Source: an optimization exercise on an open RTL-to-GDS flow (aim: small area, a short achievable clock period and few clock cycles per item). Production flows keep margins and buffers that such runs may drop. In this exercise RTL edits were held to simulation tests only and were not proved equivalent to the original.

$ cat flow/run.sh
#!/bin/bash
# synth_recipe.tcl (not shown) runs the flow's synth.tcl, then flattens the netlist and writes it again
# the make line also repeats each setting of config.mk as NAME=value (left out here)
make -C /OpenROAD-flow-scripts/flow DESIGN_CONFIG=/design/flow/config.mk WORK_HOME=/design/flow/orfs CLKGATE_MAP_FILE= SYNTH_SCRIPT=/design/flow/synth_recipe.tcl finish
$ cat flow/config.mk
export PLATFORM = sky130hd
export DESIGN_NAME = aes256_line
export DESIGN_NICKNAME = aes256_line
export VERILOG_FILES = /design/flow/design.v
export SDC_FILE = /design/flow/constraint.sdc
export NUM_CORES = 4
export LEC_CHECK = 0
export CAP_MARGIN = 20
export CORE_MARGIN = 2
export CORE_UTILIZATION = 40
export PLACE_DENSITY = 0.6
export SLEW_MARGIN = 20
$ cat flow/constraint.sdc
create_clock -name core_clock -period 7.5 [get_ports {clk}]
set_input_delay 1.5000 -clock core_clock [delete_from_list [all_inputs] [get_ports {clk}]]
set_output_delay 1.5000 -clock core_clock [all_outputs]
set_load 0.01 [all_outputs]
$ cat flow/design.v
module aes_sbox_p1 (
    input  wire [7:0]  a,
    output wire [11:0] m
);
    function [3:0] gf16_mul(input [3:0] p, input [3:0] q);
        reg [6:0] t;
        begin
            t = ({3'b0, p} & {7{q[0]}}) ^ ({2'b0, p, 1'b0} & {7{q[1]}}) ^
                ({1'b0, p, 2'b0} & {7{q[2]}}) ^ ({p, 3'b0} & {7{q[3]}});
            if (t[6]) t = t ^ 7'b1001100;
            if (t[5]) t = t ^ 7'b0100110;
            if (t[4]) t = t ^ 7'b0010011;
            gf16_mul = t[3:0];
        end
    endfunction
    function [3:0] gf16_inv(input [3:0] p);
        case (p)
            4'd0: gf16_inv = 4'd0;
            4'd1: gf16_inv = 4'd1;
            4'd2: gf16_inv = 4'd9;
            4'd3: gf16_inv = 4'd14;
            4'd4: gf16_inv = 4'd13;
            4'd5: gf16_inv = 4'd11;
            4'd6: gf16_inv = 4'd7;
            4'd7: gf16_inv = 4'd6;
            4'd8: gf16_inv = 4'd15;
            4'd9: gf16_inv = 4'd2;
            4'd10: gf16_inv = 4'd12;
            4'd11: gf16_inv = 4'd5;
            4'd12: gf16_inv = 4'd10;
            4'd13: gf16_inv = 4'd4;
            4'd14: gf16_inv = 4'd3;
            4'd15: gf16_inv = 4'd8;
            default: gf16_inv = 4'd0;
        endcase
    endfunction
    wire [7:0] c;
    assign c[0] = a[0] ^ a[5] ^ a[7];
    assign c[1] = a[2];
    assign c[2] = a[2] ^ a[3] ^ a[4] ^ a[5] ^ a[6] ^ a[7];
    assign c[3] = a[3] ^ a[4];
    assign c[4] = a[4] ^ a[5] ^ a[6];
    assign c[5] = a[1] ^ a[4] ^ a[6] ^ a[7];
    assign c[6] = a[2] ^ a[3] ^ a[5] ^ a[7];
    assign c[7] = a[5] ^ a[7];
    wire [3:0] ah = c[7:4];
    wire [3:0] al = c[3:0];
    wire [3:0] d  = gf16_mul(gf16_mul(ah, ah), 4'd8) ^ gf16_mul(ah, al) ^ gf16_mul(al, al);
    assign m = {ah, ah ^ al, gf16_inv(d)};
endmodule
module aes_sbox_p2 (
    input  wire [11:0] m,
    output wire [7:0]  y
);
    function [3:0] gf16_mul(input [3:0] p, input [3:0] q);
        reg [6:0] t;
        begin
            t = ({3'b0, p} & {7{q[0]}}) ^ ({2'b0, p, 1'b0} & {7{q[1]}}) ^
                ({1'b0, p, 2'b0} & {7{q[2]}}) ^ ({p, 3'b0} & {7{q[3]}});
            if (t[6]) t = t ^ 7'b1001100;
            if (t[5]) t = t ^ 7'b0100110;
            if (t[4]) t = t ^ 7'b0010011;
            gf16_mul = t[3:0];
        end
    endfunction
    wire [3:0] di = m[3:0];
    wire [7:0] z  = {gf16_mul(m[11:8], di), gf16_mul(m[7:4], di)};
    assign y[0] = z[0] ^ z[2] ^ z[6] ^ 1'b1;
    assign y[1] = z[0] ^ z[1] ^ z[2] ^ z[3] ^ z[4] ^ z[5] ^ 1'b1;
    assign y[2] = z[0] ^ z[3] ^ z[5] ^ z[6];
    assign y[3] = z[0] ^ z[2] ^ z[5];
    assign y[4] = z[0] ^ z[1] ^ z[3] ^ z[4] ^ z[5];
    assign y[5] = z[1] ^ z[2] ^ z[3] ^ z[5] ^ z[6] ^ z[7] ^ 1'b1;
    assign y[6] = z[4] ^ z[6] ^ z[7] ^ 1'b1;
    assign y[7] = z[1] ^ z[2];
endmodule
module aes256_line (
    input  wire         clk,
    input  wire         rst,         
    input  wire         in_valid,
    output wire         in_ready,
    input  wire [255:0] in_key,
    input  wire [127:0] in_data,
    output reg          out_valid,
    input  wire         out_ready,
    output wire [127:0] out_data
);
    reg         a_valid;
    reg [3:0]   a_round;     
    reg [127:0] a_state;
    reg [255:0] a_kwin;      
    reg         b_valid;
    reg [3:0]   b_round;
    reg [191:0] b_cut;       
    reg [47:0]  b_kcut;      
    reg [255:0] b_kwin;
    reg [127:0] out_reg;
    assign out_data = out_reg;
    wire finish = b_valid && (b_round == 4'd14);
    wire stall  = finish && out_valid && !out_ready;
    assign in_ready = !(b_valid && !finish) && !stall;
    wire load   = in_valid && in_ready;
    wire [191:0] cut;
    genvar g;
    generate
        for (g = 0; g < 16; g = g + 1) begin : g_sb1
            aes_sbox_p1 u_p1 (.a(a_state[127-8*g -: 8]), .m(cut[191-12*g -: 12]));
        end
    endgenerate
    wire [31:0] last_word = a_kwin[31:0];
    wire [47:0] kcut;
    generate
        for (g = 0; g < 4; g = g + 1) begin : g_ks1
            aes_sbox_p1 u_p1 (.a(last_word[31-8*g -: 8]), .m(kcut[47-12*g -: 12]));
        end
    endgenerate
    wire [127:0] sub_bytes;
    generate
        for (g = 0; g < 16; g = g + 1) begin : g_sb2
            aes_sbox_p2 u_p2 (.m(b_cut[191-12*g -: 12]), .y(sub_bytes[127-8*g -: 8]));
        end
    endgenerate
    wire [127:0] shift_rows;
    generate
        for (g = 0; g < 16; g = g + 1) begin : g_sr
            localparam integer R = g % 4;
            localparam integer C = g / 4;
            localparam integer SRC = 4 * ((C + R) % 4) + R;
            assign shift_rows[127-8*g -: 8] = sub_bytes[127-8*SRC -: 8];
        end
    endgenerate
    function [7:0] xtime(input [7:0] b);
        xtime = {b[6:0], 1'b0} ^ (b[7] ? 8'h1b : 8'h00);
    endfunction
    function [31:0] mix_column(input [31:0] col);
        reg [7:0] a0, a1, a2, a3;
        begin
            a0 = col[31:24]; a1 = col[23:16]; a2 = col[15:8]; a3 = col[7:0];
            mix_column[31:24] = xtime(a0) ^ xtime(a1) ^ a1 ^ a2 ^ a3;
            mix_column[23:16] = a0 ^ xtime(a1) ^ xtime(a2) ^ a2 ^ a3;
            mix_column[15:8]  = a0 ^ a1 ^ xtime(a2) ^ xtime(a3) ^ a3;
            mix_column[7:0]   = xtime(a0) ^ a0 ^ a1 ^ a2 ^ xtime(a3);
        end
    endfunction
    wire [127:0] mix_columns = {mix_column(shift_rows[127:96]), mix_column(shift_rows[95:64]),
                                mix_column(shift_rows[63:32]),  mix_column(shift_rows[31:0])};
    wire [127:0] round_key = b_kwin[127:0];
    wire [127:0] round_out = mix_columns ^ round_key;    
    wire [127:0] final_out = shift_rows ^ round_key;     
    wire [31:0] sub_word;    
    generate
        for (g = 0; g < 4; g = g + 1) begin : g_ks2
            aes_sbox_p2 u_p2 (.m(b_kcut[47-12*g -: 12]), .y(sub_word[31-8*g -: 8]));
        end
    endgenerate
    reg [7:0] rcon;
    always @(*) begin
        case (b_round[3:1])
            3'd0: rcon = 8'h01;
            3'd1: rcon = 8'h02;
            3'd2: rcon = 8'h04;
            3'd3: rcon = 8'h08;
            3'd4: rcon = 8'h10;
            3'd5: rcon = 8'h20;
            default: rcon = 8'h40;
        endcase
    end
    wire [31:0] temp = b_round[0] ? {sub_word[23:16] ^ rcon, sub_word[15:0], sub_word[31:24]}
                                  : sub_word;
    wire [31:0] p0 = b_kwin[255:224];
    wire [31:0] p1 = p0 ^ b_kwin[223:192];
    wire [31:0] p2 = p1 ^ b_kwin[191:160];
    wire [31:0] p3 = p2 ^ b_kwin[159:128];
    wire [127:0] next_words = {p0 ^ temp, p1 ^ temp, p2 ^ temp, p3 ^ temp};
    always @(posedge clk) begin
        if (rst) begin
            a_valid   <= 1'b0;
            b_valid   <= 1'b0;
            out_valid <= 1'b0;
        end else if (!stall) begin
            b_valid <= a_valid;
            if (load) begin
                a_valid <= 1'b1;
            end else begin
                a_valid <= b_valid && !finish;
            end
            if (finish)
                out_valid <= 1'b1;
            else if (out_ready)
                out_valid <= 1'b0;
        end
    end
    always @(posedge clk) begin
        if (!stall) begin
            b_round <= a_round;
            b_cut   <= cut;
            b_kcut  <= kcut;
            b_kwin  <= a_kwin;
            if (load) begin
                a_round <= 4'd1;
                a_state <= in_data ^ in_key[255:128];
                a_kwin  <= in_key;
            end else begin
                a_round <= b_round + 4'd1;
                a_state <= round_out;
                a_kwin  <= {b_kwin[127:0], next_words};
            end
            if (finish)
                out_reg <= final_out;
        end
    end
endmodule
==> results of run 1 <==
## layer usage
metal / share of wire / up-vias / routed length [um]
li1: - / 23300 / -
met1: 0.39 / 24400 / 94200
met2: 0.49 / 1617 / 118000
met3: 0.048 / 433 / 11500
met4: 0.071 / 0 / 17000
met5: 0 / - / 0
## worst max-delay path by stage
| stage | slack (ps) | end | cells after the start | start |
|---|---|---|---|---|
| 2_1_floorplan | -1000 | a_kwin[0] | 2 | out_ready |
| 3_3_place_gp | 2770 | in_ready | 4 | out_ready |
| 3_5_place_dp | 2740 | b_cut[12] | 12 | a_state[13] |
| 4_1_cts | 2720 | b_cut[12] | 12 | a_state[13] |
| 5_1_grt | 2310 | b_cut[12] | 12 | a_state[13] |
| 6_report | 2630 | b_cut[12] | 12 | a_state[13] |
## cells in the final DEF, fill, tap and decap left out, types with 15 or more instances in the layout
master           count
xnor2_1           1302
nand2_1           1277
edfxtp_1          1016
xor2_1             671
clkdlybuf4s50_1    517
nor2_1             325
a21oi_1            250
xnor3_1            249
ha_1               230
o21ai_0            191
inv_1              187
mux2i_1            125
clkbuf_16          119
buf_4               48
xor3_1              43
mux2_2              40
nand3_1             38
nand2b_1            36
nor3_1              28
xnor2_2             27
a22oi_1             26
bufinv_16           24
nor2b_1             23
clkinv_1            21
nor3b_1             21
clkbuf_1            21
o211ai_1            18
mux4_2              18
a211oi_1            17
o22ai_1             15
## kinds of logic after synthesis
| logic type | Yosys count |
|---|---|
| AO/OA/AOI/OAI | 620 |
| XOR/XNOR | 2319 |
| adder cells (fa/ha/maj) | 234 |
| buffers and inverters | 459 |
| flip-flops | 1019 |
| multiplexers | 185 |
| AND/OR/NAND/NOR | 1824 |
## worst max-delay path: stages, from the launching register on
cell and delay [ps]:
edfxtp_1 560, xor2_1 690, xnor2_1 330, xnor2_1 260, ha_1 280, xor2_1 170, xnor2_1 350, xnor2_1 170
xnor3_1 240, xnor2_1 550, inv_1 200, ha_1 330, mux4_2 440
## layout make-up
| class | instances | share of cell area |
|---|---|---|
| multi-input cells | 5182 | 0.480 |
| flip-flops and latches | 1019 | 0.358 |
| repair buffers | 577 | 0.0677 |
| clock buffers | 140 | 0.0358 |
| well taps | 2385 | 0.0350 |
| clock inverters | 84 | 0.0140 |
| inverters | 192 | 0.00845 |
| diodes | 4 | 0.000117 |
## stage by stage
stage | cell area [um2] | setup WS [ps] | setup TNS [ps] | cells | util
5_1_grt | 85300 | 2310 | 0 | 9581 | 0.467
4_1_cts | 85300 | 2720 | 0 | 9579 | 0.467
3_3_place_gp | 81000 | 2770 | 0 | 9355 | 0.444
3_5_place_dp | 81000 | 2740 | 0 | 9355 | 0.444
2_1_floorplan | 73300 | -998 | -888270 | 6660 | -
6_report | 85300 | 2630 | 0 | 9583 | 0.467
==> run notes, run 1 <==
* EDFF count, synth at between 1000 and 1500
* Area share of the largest cell type after synthesis at 0.416
* Post-synthesis cell count at 6660
* Status: no timing/DRC/antenna violations
* H-tree depth at 3
* Largest cells by area after synthesis: edfxtp_1, xnor2_1, xor2_1, xnor3_1, nand2_1
* Slew @ Worst Pin at 1160 ps
* # IOs at 518
* WP data required at 8020 ps
* Period utilisation layout at 0.649
* Slew margin rel. at 0.226
* Skew-Pair Late Insertion Delay at 810 ps
* 1st-iter DRT viols at 4798
* Sequential-to-total area share from yosys stat at 0.417
* Post-Syn Nets at ~7300
* Final hold vios at 0
* Max-cap viol count at 0
* Final #Nets at 7709
* WL/cell at about 25 um
* Tmin final at 4870 ps
* Die width at 432 um
* Area of the multi-input gates at 0.0410 mm2
* Yosys warnings at 3
* Clock Tree Buf Depth at 3
* Root Driver: clkbuf_16
* Simple-gate share of the synthesized area at 0.101
* Wirelength, routed at 241 mm
* Critical path arrival at 5390 ps
* Via-to-Cell Ratio at 5.19
* Top Registers: a_kwin: 256 flops, b_kwin: 256 flops, b_cut: 192 flops
* Hold Path Depth at 0
* Post-CTS Setup Repair Bufs at 0
* Clock Skew at ~70 ps
* Number of global-route vias before repair at 48500
* XOR/XNOR share of the synthesized area at 0.340
* Clk pin slew, worst setup/hold paths at 70 ps
* Top cells by count, synth: xnor2_1, nand2_1, edfxtp_1, xor2_1, nor2_1
* Die area at 0.187 mm2
* Grt met1 use at 0.306
* Unrepaired setup endpoints after global routing: false
* Hold Crit Endpoint: b_kwin[148]
* CTS tree: yes
* Synth async-reset ratio at 0
* Worst hold start: a_kwin[148]
* Gr ovfl total at 0
* Routed vias at 49800
* Buffers on Ports at 517
* Final setup fails at 0
* GP Congestion at 0.930
* Most frequent cell after synthesis: xnor2_1
* Worst Path Max Fanout at 9
* Busiest grt layer: met2
* Initial Util at 0.402
* Main combinational cell family by area after synthesis: XOR/XNOR gates
* Pre-Repair DR Iteration Count at 6
* Dpl hpwl at 191 mm
* Worst reg-to-reg setup slack at approximately 2600 ps
* Fin Hold WS at 394 ps
* Area grow syn2layout at 16.4%
* Die H at 432 um
* Reg area at 0.0306 mm2
* Cts bufs inserted at 119
* Synth cell types at 78
* Area leader, netlist: edfxtp_1
* Multiplexer area fraction after synthesis at 0.0293
* CP Class: reg2reg
* Crit start category: flop
* Share of layout cells above drive strength 1 at 0.0537
* Core area at 0.182 mm2
* Cts hold-fix bufs at 0
* Synth Area in Adders at 0.0398
* Largest net degree at the start of global routing at 165
* Post-synthesis compound-gate area fraction at 0.0489
* Achievable frequency at around 210 MHz
* FF-to-FF path depth at 12
* Area of the mapped netlist at 0.0733 mm2
* Class of the worst hold path: reg2reg
* Reg-to-reg endpoint: b_cut[12]
* Met2 Use GR at 0.428
* Post-CTS resize count at 0
* DRC viols at 0
* Final Max Tran Viols at 0
* GR Util met3 at 0.0291
* Seq cells post-synth at 1019
* Ys flop type: edfxtp_1
* FF-to-FF Start: a_state[13]
* Tot GR Track Use at 0.252
* Syn_area_per_cell at 11.0 um2
* Final ANT Viol Nets at 0
* # rows at about 160
* Initial antenna violation count at 2
* CP Capture Type: flop
* Fill cells at roughly 17000
* Clock Sinks at 1019
* First-pass GRT wire length at 338 mm
Testbench counts, summed over its fixed seeds: cycles 5,400, blocks 384.
==> run 2, diff against run 1 <==
--- a/flow/config.mk
+++ b/flow/config.mk
@@ -6,7 +6,9 @@
 export NUM_CORES = 4
 export LEC_CHECK = 0
+export ABC_CLOCK_PERIOD_IN_PS = 3500
 export CAP_MARGIN = 20
 export CORE_MARGIN = 2
 export CORE_UTILIZATION = 40
 export PLACE_DENSITY = 0.6
+export SETUP_SLACK_MARGIN = 3.9
 export SLEW_MARGIN = 20
==> run 2 against run 1 <==
  * Still clean
  * Sequential share of layout area decreased by 3.1 points
  * Maximum frequency increased by 33%
  * Final area increased by 9.3%
  * Critical endpoint is now a_kwin[21]
  * Largest cell class unchanged
==> run notes, run 2 <==
* Hold Path Depth at 0 (unchanged)
* Class of the worst hold path: reg2reg
* Share of layout cells above drive strength 1 at 0.180 (+0.127)
* Tot GR Track Use at 0.261 (+0.00948)
* Slew @ Worst Pin at 1130 ps (-29.6 ps)
* CP Capture Type: flop
* Synth async-reset ratio at 0 (unchanged)
* Area share of the largest cell type after synthesis at 0.416 (unchanged)
* Final #Nets at 8181 (+6.1%)
* Routed vias at 52500 (+5.4%)
* Die area at 0.187 mm2 (unchanged)
* Achievable frequency at 272 MHz (+33%)
* Cts hold-fix bufs at 0 (unchanged)
* Area grow syn2layout at 27.2%
* Worst Path Max Fanout at 4 (-5)
* Pre-Repair DR Iteration Count at 6 (unchanged)
* Final hold vios at 0 (unchanged)
* Critical Path Slowest Stage Cell: xnor3_1
* Most frequent cell after synthesis: xnor2_1
* Worst reg-to-reg setup slack at 3830 ps (+1190 ps)
* Largest cells by area after synthesis: edfxtp_1, xnor2_1, xor2_1, xnor3_1, nand2_1
* GP Congestion at 0.963 (+3.6%)
* Final setup fails at 0 (unchanged)
* Clock Skew at 40.9 ps (-29.4 ps)
* Top Registers: a_kwin: 256 flops, b_kwin: 256 flops, b_cut: 192 flops
* Final Max Tran Viols at 0 (unchanged)
* DRC viols at 0 (unchanged)
* Syn_area_per_cell at 11.0 um2 (unchanged)
* Ys flop type: edfxtp_1
* Area leader, netlist: edfxtp_1
* Core area at 0.182 mm2 (unchanged)
* 1st-iter DRT viols at 4985 (+3.9%)
* Skew-Pair Late Insertion Delay at 780 ps (-30 ps)
* Synth cell types at 78 (unchanged)
* Number of global-route vias before repair at 50400 (+3.9%)
* EDFF count, synth at 1016 (unchanged)
* Period utilisation layout at 0.490 (-0.159)
* Top cells by count, synth: xnor2_1, nand2_1, edfxtp_1, xor2_1, nor2_1
* Wirelength, routed at 252 mm (+4.6%)
* Commonest cells after routing, fill and taps aside: nand2_1, edfxtp_1, xnor2_1, xor2_1, clkdlybuf4s50_1
* CP Class: reg2reg
* Final ANT Viol Nets at 0 (unchanged)
* Area of the mapped netlist at 0.0733 mm2 (unchanged)
* CTS tree: yes
* Initial Util at 0.402 (unchanged)
* Final WS setup at 3830 ps (+1190 ps)
* Largest net degree at the start of global routing at 198 (+20%)
* WL/cell at 25.0 um (-0.23%)
* # IOs at 518 (unchanged)
* Top delay family on crit path: XOR/XNOR gates
* Most common cell after layout, fill and taps aside: nand2_1
* Clock Tree Buf Depth at 3 (unchanged)
* Crit start category: flop
* # rows at 157 (unchanged)
* FF-to-FF path depth at 9 (-3)
* Hold Crit Endpoint: b_kwin[186]
* Die H at 432 um (unchanged)
* CP Buf/Inv Count at 0 (-1)
* Max-cap viol count at 0 (unchanged)
* Seq cells post-synth at 1019 (unchanged)
* Status: no timing/DRC/antenna violations
* Crit-path cells: nand2_1, xnor3_1, xnor3_2, xnor2_2, xnor3_1, mux2i_4, xnor2_4, xnor3_2, mux2_2
* Gr ovfl total at 0 (unchanged)
* Clock Sinks at 1019 (unchanged)
* Fill cells at 15800 (-5.1%)
* Slew margin rel. at 0.247 (+0.0204)
* Tmin final at 3670 ps (-1190 ps)
* First-pass GRT wire length at 352 mm (+4.0%)
* H-tree depth at 3 (unchanged)
* Root Driver: clkbuf_16
* Via-to-Cell Ratio at 5.22 (+0.53%)
* Post-synthesis cell count at 6660 (unchanged)
* Unrepaired setup endpoints after global routing: true
* Critical path's largest stage delay at 570 ps (-120 ps)
* Critical path arrival at 4200 ps (-1190 ps)
* Buffers on Ports at 517 (unchanged)
* Sequential-to-total area share from yosys stat at 0.417 (unchanged)
* Worst hold start: a_kwin[186]
* WP data required at 8030 ps (about the same)
* Die width at 432 um (unchanged)
* Post-Syn Nets at 7278 (unchanged)
* Dpl hpwl at 192 mm (+0.34%)
* Clk pin slew, worst setup/hold paths at 60 ps (about the same)
* FF-to-FF Start: b_kcut[19]
* Reg-to-reg endpoint: a_kwin[21]
* Initial antenna violation count at 4 (+2)
* Yosys warnings at 3 (unchanged)
* Cts bufs inserted at 114 (-4.2%)
* Pre-CTS WS at 2740 ps (+1.46 ps)
## run 2: changes by cell type in the layout (fill, tap and decap cells not counted), moves of 73 or more
cell,before,now
xnor3_1,249,171
buf_4,48,502
xnor2_2,27,231
xnor2_1,1302,1014
xnor2_4,1,85
xnor3_2,10,83
xor2_1,671,582
## run 2: final cells by class
| cell class | count | area (um2) | area share |
|---|---|---|---|
| tap | 2385 | 2980 | 0.0320 |
| sequential | 1019 | 30600 | 0.328 |
| timing repair buffer | 1054 | 9540 | 0.102 |
| clock buffer | 135 | 2930 | 0.0314 |
| multi-input combinational | 5182 | 45600 | 0.489 |
| clock inverter | 80 | 842 | 0.00903 |
| inverter | 192 | 773 | 0.00829 |
| antenna | 2 | 5.00 | 0.0000537 |
## run 2: stage by stage
stage | hold WS, ps | setup TNS (ps) | instances | util | instance area, um2
2_1_floorplan | 400 | -888200 | 6660 | - | 73700
3_3_place_gp | 400 | 0 | 9357 | 0.446 | 81400
3_5_place_dp | 405 | 0 | 9357 | 0.446 | 81400
4_1_cts | 400 | 0 | 9807 | 0.490 | 89400
5_1_grt | 419 | 0 | 10000 | 0.511 | 93200
6_report | 408 | 0 | 10000 | 0.511 | 93300
## run 2: how the worst max path moves through the flow
stage                     startpoint  depth (start not counted)  slack [ps]          end
after detailed placement   out_ready                          4        2740     in_ready
after CTS                 b_round[0]                          6        3700     in_ready
final                     b_kcut[19]                          9        3830   a_kwin[21]
after floorplan            out_ready                          2       -1000    a_kwin[0]
after global placement     out_ready                          4        2730     in_ready
after global routing       b_cut[13]                          9        3720  a_state[89]
## run 2: logic make-up after synthesis
logic type | synth area share
compound gates | 0.0489
xor+xnor | 0.340
fa+ha+maj | 0.0398
buf+inv | 0.0245
flops | 0.417
mux | 0.0293
simple gates | 0.101
## run 2: layer usage
metal / wire (um) / part of all wire / track usage / up-vias
met4: 20300 / 0.081 / 0.174 / 0
li1: - / - / - / 24200
met2: 123000 / 0.49 / 0.443 / 1892
met5: 0 / 0 / 0 / -
met1: 95500 / 0.38 / 0.316 / 25900
met3: 12700 / 0.050 / 0.0263 / 486
## run 2: repair_timing
action / CTS / global route
setup endpoints to repair: 1310 / 216
resized for setup: 354 / 305
gates cloned: 1 / 0
pin swaps: 89 / 140
setup buffers: 234 / 240
## run 2: worst reg2reg max path, cell delays in order, from the launching register on
cell	delay (ps)
edfxtp_1	420
nand2_1	100
xnor3_1	430
xnor3_2	460
xnor2_2	270
xnor3_1	570
mux2i_4	270
xnor2_4	250
xnor3_2	370
mux2_2	280
==> run 3, diff against run 2 <==
--- a/flow/design.v
+++ b/flow/design.v
@@ -87,8 +87,12 @@
 );
     reg         a_valid;
+    reg         a_park;      
+    reg         a_old;       
     reg [3:0]   a_round;     
     reg [127:0] a_state;
     reg [255:0] a_kwin;      
     reg         b_valid;
+    reg         b_park;      
+    reg         b_old;
     reg [3:0]   b_round;
     reg [191:0] b_cut;       
@@ -97,8 +101,10 @@
     reg [127:0] out_reg;
     assign out_data = out_reg;
-    wire finish = b_valid && (b_round == 4'd14);
-    wire stall  = finish && out_valid && !out_ready;
-    assign in_ready = !(b_valid && !finish) && !stall;
-    wire load   = in_valid && in_ready;
+    wire finish   = !b_park && (b_round == 4'd14);
+    wire done     = b_valid && (finish || b_park);
+    wire out_free = !out_valid || out_ready;
+    wire b_go     = done && b_old && out_free;
+    assign in_ready = !b_valid || (done && b_old && !out_valid);
+    wire load     = in_valid && in_ready;
     wire [191:0] cut;
     genvar g;
@@ -178,12 +184,8 @@
             b_valid   <= 1'b0;
             out_valid <= 1'b0;
-        end else if (!stall) begin
+        end else begin
             b_valid <= a_valid;
-            if (load) begin
-                a_valid <= 1'b1;
-            end else begin
-                a_valid <= b_valid && !finish;
-            end
-            if (finish)
+            a_valid <= load || (b_valid && !b_go);
+            if (b_go)
                 out_valid <= 1'b1;
             else if (out_ready)
@@ -192,21 +194,25 @@
     end
     always @(posedge clk) begin
-        if (!stall) begin
-            b_round <= a_round;
-            b_cut   <= cut;
-            b_kcut  <= kcut;
-            b_kwin  <= a_kwin;
-            if (load) begin
-                a_round <= 4'd1;
-                a_state <= in_data ^ in_key[255:128];
-                a_kwin  <= in_key;
-            end else begin
-                a_round <= b_round + 4'd1;
-                a_state <= round_out;
-                a_kwin  <= {b_kwin[127:0], next_words};
-            end
-            if (finish)
-                out_reg <= final_out;
-        end
+        b_park  <= a_park;
+        b_old   <= a_old || b_go;
+        b_round <= a_round;
+        b_cut   <= cut;
+        b_kcut  <= kcut;
+        b_kwin  <= a_kwin;
+        if (load) begin
+            a_park  <= 1'b0;
+            a_old   <= !a_valid;
+            a_round <= 4'd1;
+            a_state <= in_data ^ in_key[255:128];
+            a_kwin  <= in_key;
+        end else begin
+            a_park  <= b_park || finish;
+            a_old   <= b_old;
+            a_round <= b_round + 4'd1;
+            a_state <= round_out;
+            a_kwin  <= {b_kwin[127:0], b_park ? b_kwin[127:0] : finish ? final_out : next_words};
+        end
+        if (b_go)
+            out_reg <= b_park ? b_kwin[127:0] : final_out;
     end
 endmodule
==> run 3 against run 2 <==
  * Clock-buffer cell count did not move
  * Wire length is 6.9% lower
  * Flip-flop and latch count grew 4
  * Non-clock buffer count is 348 lower
  * Global-route usage up 0.99 points
  * Worst hold slack got worse by 100 ps
  * Utilization is 0.72 points lower
==> run notes, run 3 <==
* Status: no timing/DRC/antenna violations
* WL/cell at 23.3 um (-7.0%)
* Seq cells post-synth at 1023 (+0.39%)
* # IOs at 518 (unchanged)
* Share of layout cells above drive strength 1 at 0.138 (-0.0423)
* First-pass GRT wire length at 336 mm (-4.3%)
* Final hold vios at 0 (unchanged)
* Clock Tree Buf Depth at 3 (unchanged)
* Worst reg-to-reg setup slack at 3850 ps (+20 ps)
* Skew-Pair Late Insertion Delay at 770 ps (about the same)
* Clock Sinks at 1023 (+0.39%)
* Initial antenna violation count at 13 (+9)
* Post-Syn Nets at 7892 (+8.4%)
* Area of the multi-input gates at 0.0457 mm2 (+0.10%)
* Cts hold-fix bufs at 0 (unchanged)
* Pre-Repair DR Iteration Count at 6 (unchanged)
* Final Max Tran Viols at 0 (unchanged)
* Routed vias at 52200 (-0.58%)
* FF-to-FF path depth at 11 (+2)
* Dpl hpwl at 178 mm (-7.1%)
* Final ANT Viol Nets at 0 (unchanged)
* Wirelength, routed at 234 mm (-6.9%)
* DRC viols at 0 (unchanged)
* Die area at 0.166 mm2 (-11%)
* Ys flop type: dfxtp_1
* Critical path arrival at 4230 ps (+30 ps)
* Max-cap viol count at 0 (unchanged)
* Met1 Wirelength at 97.0 mm (+1.6%)
* Tmin final at 3650 ps (-22.7 ps)
* Most frequent cell after synthesis: nand2_1
* Clk pin slew, worst setup/hold paths at 70 ps (about the same)
* Area grow syn2layout at 25.3%
* Fill cells at 14900 (-5.5%)
* CTS tree: yes
* Number of global-route vias before repair at 49900 (-1.1%)
* Via-to-Cell Ratio at 5.19 (-0.60%)
* Achievable frequency at 274 MHz (+0.62%)
* Largest cells by area after synthesis: dfxtp_1, xnor2_1, xor2_1, nand2_1, edfxtp_1
* Final setup fails at 0 (unchanged)
* Slew @ Worst Pin at 1150 ps (+16.0 ps)
* Post-synthesis cell count at 7275 (+9.2%)
* Inst Count DP at 9681 (+3.5%)
* Initial Util at 0.402 (about the same)
* Largest net degree at the start of global routing at 189 (-4.5%)
* Area leader, netlist: dfxtp_1
* Yosys warnings at 3 (unchanged)
* Highest Signal Layer: met5
* Clock Skew at 37.1 ps (-3.86 ps)
* Sequential-to-total area share from yosys stat at 0.333 (-0.0837)
* Root Driver: clkbuf_16
* Most common cell after layout, fill and taps aside: nand2_1
* TNS Setup at 0 ps (unchanged)
* Die H at 408 um (-5.6%)
* Area of the mapped netlist at 0.0653 mm2 (-11%)
* EDFF count, synth at 128 (-87%)
* Gr ovfl total at 0 (unchanged)
* Slew margin rel. at 0.236 (-0.0106)
* Final #Nets at 8392 (+2.6%)
* Cts bufs inserted at 115 (+0.88%)
* Synth async-reset ratio at 0 (unchanged)
* Core area at 0.162 mm2 (-11%)
* GP Congestion at 0.948 (-1.6%)
* Crit start category: flop
* Top cells by count, synth: nand2_1, xnor2_1, dfxtp_1, xor2_1, nor2_1
* Period utilisation layout at 0.487 (-0.00302)
* H-tree depth at 3 (unchanged)
* Area share of the largest cell type after synthesis at 0.274 (-0.142)
* 1st-iter DRT viols at 4996 (+0.22%)
* Reg-to-reg endpoint: a_state[85]
* Synth cell types at 80 (+2.6%)
* Met3 WL at 18.7 mm (+47%)
* CP Capture Type: flop
* Top Registers: a_kwin: 256 flops, b_kwin: 256 flops, b_cut: 192 flops
* Tot GR Track Use at 0.271 (+0.00992)
* # rows at 148 (-5.7%)
* Commonest cells after routing, fill and taps aside: nand2_1, xnor2_1, dfxtp_1, xor2_1, clkdlybuf4s50_1
* Worst hold start: a_kwin[235]
* Routed wl met2 at 106 mm (-14%)
* Final instance count without filler cells at 10100 (+0.020%)
* CP Class: reg2reg
* Post-layout util at 0.504 (-0.00716)
* Hold Crit Endpoint: b_kwin[235]
* Die width at 408 um (-5.6%)
* WP data required at 8080 ps (+50 ps)
* FF-to-FF Start: b_cut[147]
* Hold Path Depth at 0 (unchanged)
* Syn_area_per_cell at 8.97 um2 (-18%)
* Reg area at 0.0219 mm2 (-28%)
* Class of the worst hold path: reg2reg
* Buffers on Ports at 517 (unchanged)
* Worst Path Max Fanout at 10 (+6)
* Unrepaired setup endpoints after global routing: true
## run 3: routing by layer
metal,global-route usage,vias to the layer above
met3,0.0459,434
met4,0.126,8
met5,0,-
met2,0.430,2189
li1,-,24400
met1,0.360,25100
## run 3: worst max-delay path by stage
stage	start	to	cells after the start
after CTS	b_cut[99]	a_state[49]	10
after global placement	b_kcut[39]	a_kwin[31]	11
after floorplan	out_ready	out_reg[0]	3
after detailed placement	b_round[0]	a_kwin[33]	12
final	b_cut[147]	a_state[85]	11
after global routing	b_cut[2]	a_state[123]	11
## run 3: worst max-delay path, stage by stage (launching register included)
cell	delay (ps)
dfxtp_1	580
nand2_1	120
xnor2_1	220
xnor2_1	120
xnor2_1	460
xor2_1	370
xnor2_1	220
xnor2_2	440
xor2_1	320
xor2_1	130
xnor2_1	380
a21oi_1	130
## run 3: per-stage QoR
stage / hold slack, ps / worst slack (ps) / area (um2)
floorplan: 310 / 3420 / 65400
global placement: 310 / 2610 / 72400
detailed placement: 312 / 2560 / 72400
CTS: 315 / 3740 / 79200
global route: 324 / 3700 / 81800
finish: 307 / 3850 / 81800
## run 3: logic make-up (layout without fill, tap and decap cells)
family	Yosys count	in the layout	share of synthesized area
compound gates	879	879	0.0771
flops	1023	1023	0.333
simple gates	2140	2143	0.131
other cells	0	2	0
buf+inv	505	1101	0.0308
fa+ha+maj	230	230	0.0440
mux	121	121	0.0238
xor+xnor	2377	2377	0.360
## run 3: area by class of cell
type / instances / share of cell area
timing repair buffer: 706 / 0.0836
clock inverter: 81 / 0.0105
multi-input combinational: 5750 / 0.558
clock buffer: 135 / 0.0381
sequential: 1023 / 0.268
tap: 2175 / 0.0333
antenna: 2 / 0.0000612
inverter: 179 / 0.00856
## run 3: repair_timing
| item | CTS | global route |
|---|---|---|
| pin swaps | 44 | 63 |
| buffers inserted | 49 | 99 |
| gates resized for setup | 359 | 291 |
| cloned | 4 | 0 |
| endpoints found under the setup margin | 598 | 236 |
| endpoints found under the hold margin | 0 | 0 |
Testbench counts of run 3, summed over its fixed seeds: cycles 5,416, blocks 384.
==> run 4, diff against run 3 <==
==> flow/flow/run.sh (new file) <==
#!/bin/bash
# Own flow: the standard layout (standard.sh), except that Yosys's ABC
# technology mapping uses flow/abc_area.script, an area-oriented script, in
# place of ORFS's speed script. Everything else in synthesis (register mapping,
# flattening, renaming) is the standard synthesis unchanged.
set -euo pipefail
W=$(pwd)
sed "s#^source \$::env(SCRIPTS_DIR)/synth.tcl#source $W/my_synth_core.tcl#" synth_recipe.tcl > my_synth.tcl
grep -q my_synth_core.tcl my_synth.tcl
sed 's#^  log_cmd abc {\*}\$abc_args#  set abc_args [lreplace $abc_args 1 1 $::env(MY_ABC_SCRIPT)]\n  log_cmd abc {*}$abc_args#' \
    "$FLOW_HOME/scripts/synth.tcl" > my_synth_core.tcl
grep -q MY_ABC_SCRIPT my_synth_core.tcl
sed -E "s#SYNTH_SCRIPT=[^ ]+#SYNTH_SCRIPT=$W/my_synth.tcl#" standard.sh > my_standard.sh
grep -q "SYNTH_SCRIPT=$W/my_synth.tcl" my_standard.sh
export MY_ABC_SCRIPT=$W/flow/abc_area.script
bash my_standard.sh > orfs_make.log 2>&1
==> flow/flow/abc_area.script (new file) <==
strash
&get -n
&fraig -x
&put
dc2
strash
&get -n
&dch -f
&nf
&put
==> flow/standard.sh (new file) <==
#!/bin/bash
# synth_recipe.tcl (not shown) runs the flow's synth.tcl, then flattens the netlist and writes it again
# the make line also repeats each setting of config.mk as NAME=value (left out here)
make -C /OpenROAD-flow-scripts/flow DESIGN_CONFIG=/design/flow/config.mk WORK_HOME=/design/flow/orfs CLKGATE_MAP_FILE= SYNTH_SCRIPT=/design/flow/synth_recipe.tcl "${@:-finish}"
removed: flow/run.sh
==> run 4 against run 3 <==
  * Largest cell class unchanged
  * Critical path depth fell by 1
  * Register-to-register slack improved by 40 ps
  * Via count fell by 11%
  * Final cell count fell by 8.1%
  * Highest routed layer unchanged
  * Global-route usage fell by 0.69 points
==> run notes, run 4 <==
* Achievable frequency at 277 MHz (+1.1%)
* Slew @ Worst Pin at 1030 ps (-117 ps)
* Synth cell types at 43 (-46%)
* Gr ovfl total at 0 (unchanged)
* CP Capture Type: flop
* Via-to-Cell Ratio at 5.02 (-3.4%)
* Seq cells post-synth at 1023 (unchanged)
* Synth async-reset ratio at 0 (unchanged)
* Largest net degree at the start of global routing at 123 (-35%)
* Top Registers: a_kwin: 256 flops, b_kwin: 256 flops, b_cut: 192 flops
* 1st-iter DRT viols at 3633 (-27%)
* Root Driver: clkbuf_16
* H-tree depth at 3 (unchanged)
* Clock Skew at 40.6 ps (+3.50 ps)
* Final #Nets at 7699 (-8.3%)
* Final setup fails at 0 (unchanged)
* WP data required at 8140 ps (+60 ps)
* Final ANT Viol Nets at 0 (unchanged)
* Buffers on Ports at 517 (unchanged)
* Die H at 397 um (-2.8%)
* Wirelength, routed at 214 mm (-8.7%)
* Syn_area_per_cell at 9.94 um2 (+11%)
* CTS tree: yes
* Final hold vios at 0 (unchanged)
* Worst hold start: a_kwin[120]
* Area share of the largest cell type after synthesis at 0.291 (+0.0163)
* Unrepaired setup endpoints after global routing: true
* Top cells by count, synth: xnor2_1, nand2_1, dfxtp_1, xor2_1, nor2_1
* Status: no timing/DRC/antenna violations
* Period utilisation layout at 0.481 (-0.00543)
* Die area at 0.157 mm2 (-5.5%)
* Area grow syn2layout at 29.7%
* Worst reg-to-reg setup slack at 3890 ps (+40 ps)
* Initial Util at 0.401 (-0.000510)
* FF-to-FF path depth at 10 (-1)
* TNS Setup at 0 ps (unchanged)
* Dpl hpwl at 165 mm (-7.3%)
* # rows at 144 (-2.7%)
* Post-synthesis cell count at 6201 (-15%)
* Tot GR Track Use at 0.264 (-0.00692)
* Fin Hold WS at 312 ps (+4.93 ps)
* Tmin final at 3610 ps (-40.7 ps)
* Clock Sinks at 1023 (unchanged)
* Area of the mapped netlist at 0.0616 mm2 (-5.6%)
* GP Congestion at 0.939 (-0.91%)
* Critical path's largest stage delay at 560 ps (-20 ps)
* CP Class: reg2reg
* Cts hold-fix bufs at 0 (unchanged)
* Pre-Repair DR Iteration Count at 6 (unchanged)
* Clock Tree Buf Depth at 3 (unchanged)
* Clk pin slew, worst setup/hold paths at 70 ps (about the same)
* Crit-path cells: nand2_1, xor2_1, xnor3_1, xnor3_1, xnor3_1, mux2i_2, xor3_2, xor2_4, xnor2_1, a21o_1
* Slew margin rel. at 0.311 (+0.0755)
* Skew-Pair Late Insertion Delay at 760 ps (about the same)
* Final Max Tran Viols at 0 (unchanged)
* Max-cap viol count at 0 (unchanged)
* Class of the worst hold path: reg2reg
* WL/cell at 23.2 um (-0.57%)
* EDFF count, synth at 128 (unchanged)
* Post-Syn Nets at 6818 (-14%)
* Area leader, netlist: dfxtp_1
* Commonest cells after routing, fill and taps aside: nand2_1, xnor2_1, dfxtp_1, xor2_1, clkdlybuf4s50_1
* Ys flop type: dfxtp_1
* Reg-to-reg endpoint: a_kwin[25]
* Core area at 0.154 mm2 (-5.5%)
* Die width at 397 um (-2.8%)
* Crit start category: flop
* DRC viols at 0 (unchanged)
* FF-to-FF Start: b_kcut[27]
* Most frequent cell after synthesis: xnor2_1
* First-pass GRT wire length at 306 mm (-9.0%)
* Largest cells by area after synthesis: dfxtp_1, xnor2_1, xor2_1, xnor3_1, nand2_1
* Worst Path Max Fanout at 8 (-2)
* Critical path arrival at 4250 ps (+20 ps)
* Cts bufs inserted at 115 (unchanged)
* Routed vias at 46300 (-11%)
* Initial antenna violation count at 9 (-4)
* Most common cell after layout, fill and taps aside: nand2_1
* # IOs at 518 (unchanged)
* Sequential-to-total area share from yosys stat at 0.353 (+0.0198)
* Hold Path Depth at 0 (unchanged)
* Yosys warnings at 3 (unchanged)
* Critical Path Slowest Stage Cell: xor3_2
* Share of layout cells above drive strength 1 at 0.153 (+0.0152)
* Hold Crit Endpoint: b_kwin[120]
* Number of global-route vias before repair at 45400 (-8.9%)
* CP dominant cell by count: xnor3_1
## run 4: how the worst max path moves through the flow
stage	start	end	slack, ps	cells past startpoint
2_1_floorplan	in_valid	a_kwin[102]	2650	4
3_3_place_gp	in_valid	a_kwin[51]	3010	6
3_5_place_dp	in_valid	a_kwin[83]	3010	6
4_1_cts	b_round[1]	in_ready	3750	5
5_1_grt	b_kcut[30]	a_kwin[25]	3780	10
6_report	b_kcut[27]	a_kwin[25]	3890	10
## run 4: cell type report
class,instances,area [um2]
Sequential cell,1023,21900
Timing Repair Buffer,764,7140
Tap cell,2044,2560
Clock buffer,149,3220
Fill cell,13800,73600
Clock inverter,70,858
Multi-Input combinational cell,4993,43500
Antenna cell,4,10.0
Inverter,185,749
## run 4: kinds of logic (layout without fill, tap and decap cells)
group	after synthesis	after routing	synth area share
muxes	97	97	0.0203
and+or+nand+nor	1677	1677	0.107
xor gates and xnor gates	2414	2414	0.406
buffers and inverters	185	1168	0.0113
AOI/OAI and AO/OA	576	576	0.0555
DFF	1023	1023	0.353
adders and majority gates	229	229	0.0465
other	0	4	0
## run 4: critical path: cells and delay by family, from the launching register on
kind	cells	cell delay (ps)
simple gates	1	90
compound gates	1	150
flops	1	400
xor+xnor	7	2600
mux	1	260
## run 4: timing repair
action | in CTS | in global routing
endpoints found under the setup margin | 295 | 221
pin swaps | 90 | 142
setup buffers | 100 | 103
resized for setup | 362 | 348
## run 4: per-stage QoR
stage / setup WS [ps] / instance area, um2 / cells / utilization
2_1_floorplan: 2650 / 62100 / 6201 / -
3_3_place_gp: 3010 / 70200 / 8806 / 0.457
3_5_place_dp: 3010 / 70200 / 8806 / 0.457
4_1_cts: 3750 / 77200 / 9125 / 0.503
5_1_grt: 3780 / 79900 / 9228 / 0.521
6_report: 3890 / 79900 / 9232 / 0.521
## run 4: per-layer routing
metal	track usage	vias to the layer above	routed length [um]
li1	-	21800	-
met1	0.357	22600	92600
met2	0.419	1538	97100
met3	0.0385	367	13400
met4	0.118	2	10800
met5	0	-	14

[port drivers added, routing unchanged]
How much do the figures lean on ideal ports? The routed layouts below were timed once more, with nothing changed but the port constraints. Step 1 sets driving cells, clkbuf_16 on the clock port and buf_2 on the other inputs (assumed; they add their load-dependent delay and slew). Step 2 moves the port delays by t, midway between the first and last clock arrival at a register: inputs arrive t later, outputs are due t later. That takes back most of the time a late clock gives input paths. Three values: ideal ports, drivers, drivers and shift; two values: the first two.
run	shift t [ns]	setup WS [ns]	clock arrival spread, ns	worst register clock-pin slew, ns
run 1	0.869	2.633 / 2.633 / 2.633	0.072 / 0.072	0.07 / 0.07
run 2	0.847	3.827 / 3.827 / 3.495	0.041 / 0.041	0.07 / 0.07
run 3	0.835	3.850 / 3.822 / 3.374	0.044 / 0.043	0.07 / 0.07
run 4	0.819	3.891 / 3.891 / 3.142	0.045 / 0.045	0.07 / 0.07
After both steps every run listed still meets setup and hold. For run 4, which loses most, drivers alone change the setup slack by 0.000 ns; drivers and shift together by -0.749 ns.
